Source: an optimization exercise on an open RTL-to-GDS flow (aim: small area). Production flows keep margins and buffers that such runs may drop. Function was checked by simulation only, so behaviour that the tests miss may differ from the original. Power and IR drop assume default switching activity.

old:
Design flc_fine, start of the top module:
module flc_fine (
    input  wire               clk,
    input  wire               rst,         
    input  wire               med_en,      
    input  wire [6:0]         r1,          
    input  wire [5:0]         r2,          
    input  wire [6:0]         ntap,        
    input  wire               coef_we,
    input  wire [5:0]         coef_addr,
    input  wire [23:0]        coef_data,   
    input  wire               bit_en,
    input  wire               bit_in,
    output reg                out_valid,
    output reg signed [26:0]  out_data
);
For scale: ~6400 cells after synthesis, ~2400 flip-flops, roughly 84 I/O pins, ~77000 um^2 of cells after synthesis.
clock: 13.0 ns
lec_check: 0
cap_margin: 20
core_margin: 2
core_utilization: 60
cts_buf_list: sky130_fd_sc_hd__clkbuf_8
cts_cluster_diameter: 60
cts_cluster_size: 20
place_density: 0.75
slew_margin: 20
run.sh (not shown) runs the stock make flow with config.mk's settings and CLKGATE_MAP_FILE= SYNTH_SCRIPT=/design/flow/synth_recipe.tcl, a recipe that flattens the netlist after the stock synthesis.
What new does differently from old at the input level:
Settings: CTS_BUF_LIST now sky130_fd_sc_hd__clkbuf_16, was sky130_fd_sc_hd__clkbuf_8; CTS_CLUSTER_SIZE now 30, was 20; CTS_CLUSTER_DIAMETER now 80, was 60.
==> comparison <==
- Comparing new and old, number of antenna violations at the first check in global routing is higher on new.
- Comparing new with old, the flip-flop and latch count came out essentially unchanged.
- Run comparison: new type of the worst setup path flip-flop to flip-flop; old type of the worst setup path input port to flip-flop
- Changes observed in new relative to old: total routed wire length on the met1 layer now sits higher; power in the clock group now larger; detailed route wirelength on metal3 -about 9%.

== rev 12 ==
Starting RTL as in the previous note.
export LEC_CHECK = 0
export CAP_MARGIN = 20
export CORE_MARGIN = 2
export CORE_UTILIZATION = 60
export CTS_BUF_LIST = sky130_fd_sc_hd__clkbuf_16
export CTS_CLUSTER_DIAMETER = 80
export CTS_CLUSTER_SIZE = 30
export GPL_ROUTABILITY_DRIVEN = 0
export PLACE_DENSITY = 0.75
export SLEW_MARGIN = 20
create_clock -name core_clock -period 13.0 [get_ports {clk}]
Input changes introduced in rev 13 (baseline for comparison: rev 12):
# rev 12
export LEC_CHECK = 0
export CAP_MARGIN = 20
export CORE_MARGIN = 2
export CORE_UTILIZATION = 60
export CTS_BUF_LIST = sky130_fd_sc_hd__clkbuf_16
export CTS_CLUSTER_DIAMETER = 80
export CTS_CLUSTER_SIZE = 30
export GPL_ROUTABILITY_DRIVEN = 0
export PLACE_DENSITY = 0.75
export SLEW_MARGIN = 20
create_clock -name core_clock -period 13.0 [get_ports {clk}]
# rev 13
export LEC_CHECK = 0
export CAP_MARGIN = 20
export CORE_MARGIN = 2
export CORE_UTILIZATION = 55
export CTS_BUF_LIST = sky130_fd_sc_hd__clkbuf_16
export CTS_CLUSTER_DIAMETER = 80
export CTS_CLUSTER_SIZE = 30
export PLACE_DENSITY = 0.65
export SLEW_MARGIN = 20
create_clock -name core_clock -period 13.0 [get_ports {clk}]
Findings:
- Rev 13 ended with every stage complete and zero timing, DRC or antenna violations.
- Post-route minimum period improves in rev 13 relative to rev 12.
- Between rev 12 and rev 13, the post-synthesis instance total figures differ only marginally.
- Between rev 12 and rev 13, the total power draw figures differ only marginally.
- Looking at post-route cell area, rev 13 sits 390 sq um higher than rev 12 does.

Another version of the RTL of flc_fine (not shown whole).
Size: ~2400 flip-flops, about 84 I/O pins.
make LEC_CHECK=0 CAP_MARGIN=20 CORE_MARGIN=2 CORE_UTILIZATION=60 CTS_BUF_LIST=sky130_fd_sc_hd__clkbuf_16 CTS_CLUSTER_DIAMETER=80 CTS_CLUSTER_SIZE=30 GPL_TIMING_DRIVEN=0 PLACE_DENSITY=0.75 SLEW_MARGIN=20 finish   # period 13.0 ns
The baseline finished with timing, DRC and antenna clean.
Rerun with:
Settings changed: CORE_UTILIZATION 60 to 70, GPL_TIMING_DRIVEN 0 to not set, PLACE_DENSITY 0.75 to 0.85.
Effect:
- via count drops slightly
- final area drops slightly
- worst setup slack gets worse by 13 ps
- synthesized cell count does not change
- power drops slightly
- flip-flop and latch count is unchanged
- worst hold slack gets better by 7.6 ps
- clock skew barely changes

## the previous run
Starting RTL as in the previous note.
// flc_fine
module flc_fine (
    input  wire               clk,
    input  wire               rst,         
    input  wire               med_en,      
    input  wire [6:0]         r1,          
    input  wire [5:0]         r2,          
    input  wire [6:0]         ntap,        
    input  wire               coef_we,
    input  wire [5:0]         coef_addr,
    input  wire [23:0]        coef_data,   
    input  wire               bit_en,
    input  wire               bit_in,
    output reg                out_valid,
    output reg signed [26:0]  out_data
);
    reg [4:0] phi;
    wire      phi0 = (phi == 5'd0);
    wire      phil = (phi == 5'd19);
    always @(posedge clk)
        phi <= (phil || phi[4] && phi[3]) ? 5'd0 : phi + 5'd1;
    reg pbv, pb, ab;
    reg act, dec, fresh;
    reg [6:0] dec_cnt;
    reg [1:0] warm;
    wire start = phil && pbv;     
    reg [19:0] ri1, ri2, ri3, rc1, rc2, rc3;
    reg        c1, c2, c3, k1, k2, k3;
    wire i1 = fresh ? 1'b0 : ri1[19];
    wire i2 = fresh ? 1'b0 : ri2[19];
    wire i3 = fresh ? 1'b0 : ri3[19];
    wire xb = act && (phi0 || !ab);               
    wire s1 = i1 ^ xb ^ c1;
    wire a2 = act && s1;
    wire s2 = i2 ^ a2 ^ c2;
    wire a3 = act && s2;
    wire s3 = i3 ^ a3 ^ c3;
    wire dact = act && dec;
    wire d1 = (warm == 2'd0) ? 1'b0 : rc1[19];
  ...
make LEC_CHECK=0 CAP_MARGIN=20 CORE_MARGIN=2 CORE_UTILIZATION=40 CTS_BUF_LIST=sky130_fd_sc_hd__clkbuf_8 CTS_CLUSTER_DIAMETER=60 CTS_CLUSTER_SIZE=16 PLACE_DENSITY=0.6 SLEW_MARGIN=20 finish   # period 13.0 ns
The previous run: flow completed, timing, DRC and antenna clean
The inputs of the current run differ from those of the previous run as listed below.
diff --git a/flow/config.mk b/flow/config.mk
--- a/flow/config.mk
+++ b/flow/config.mk
@@ -10,5 +10,5 @@
-export CORE_UTILIZATION = 40
-export CTS_BUF_LIST = sky130_fd_sc_hd__clkbuf_8
-export CTS_CLUSTER_DIAMETER = 60
-export CTS_CLUSTER_SIZE = 16
-export PLACE_DENSITY = 0.6
+export CORE_UTILIZATION = 60
+export CTS_BUF_LIST = sky130_fd_sc_hd__clkbuf_16
+export CTS_CLUSTER_DIAMETER = 80
+export CTS_CLUSTER_SIZE = 30
+export PLACE_DENSITY = 0.75
==> results.txt <==
- In the flow results for the current run and the previous run, the maximum VDD drop is smaller on the previous run.
- The previous run → the current run: design area has decreased, layout overhead on the synthesized area shrank by 1.8 points.

## port drivers added, routing unchanged
Ports are ideal in the flow. The routed layouts listed here were re-timed in OpenROAD.
Step 1: set_driving_cell puts a clkbuf_16 on clk and a buf_2 on each other input, an assumption about the parent block.
Step 2 also shifts input and output timing later by t, the mid clock arrival at the registers, as if the neighbouring blocks saw the same clock.
Slacks: no drivers / after step 1 / after step 2; pairs: no drivers / after step 1.
| run | shift t [ns] | setup slack, ns | worst setup path at the end | worst register clock-pin slew, ns | worst slew at a driven data input, ns |
|---|---|---|---|---|---|
| old | 1.008 | 0.498 / 0.452 / -0.555 | input to register | 0.12 / 0.12 | 0.11 |
| new | 0.808 | 0.550 / 0.550 / -0.224 | input to register | 0.11 / 0.11 | 0.09 |
| rev 12 | 0.817 | 0.489 / 0.459 / -0.357 | input to register | 0.12 / 0.12 | 0.11 |
| rev 13 | 0.820 | 0.515 / 0.568 / -0.251 | input to register | 0.12 / 0.12 | 0.06 |
| the first run of note 3 | 0.823 | 0.339 / 0.364 / -0.433 | input to register | 0.11 / 0.11 | 0.08 |
| the second run of note 3 | 0.818 | 0.326 / 0.379 / -0.438 | input to register | 0.12 / 0.12 | 0.05 |
| the previous run | 0.987 | 0.571 / 0.628 / -0.359 | input to register | 0.11 / 0.11 | 0.09 |
| the current run | 0.811 | 0.499 / 0.555 / -0.256 | input to register | 0.11 / 0.11 | 0.06 |
Met with ideal ports but missed after step 2: setup timing in every run listed. The setup slack of old, which loses most, moves by -0.046 ns with the drivers and by -1.053 ns with both steps.
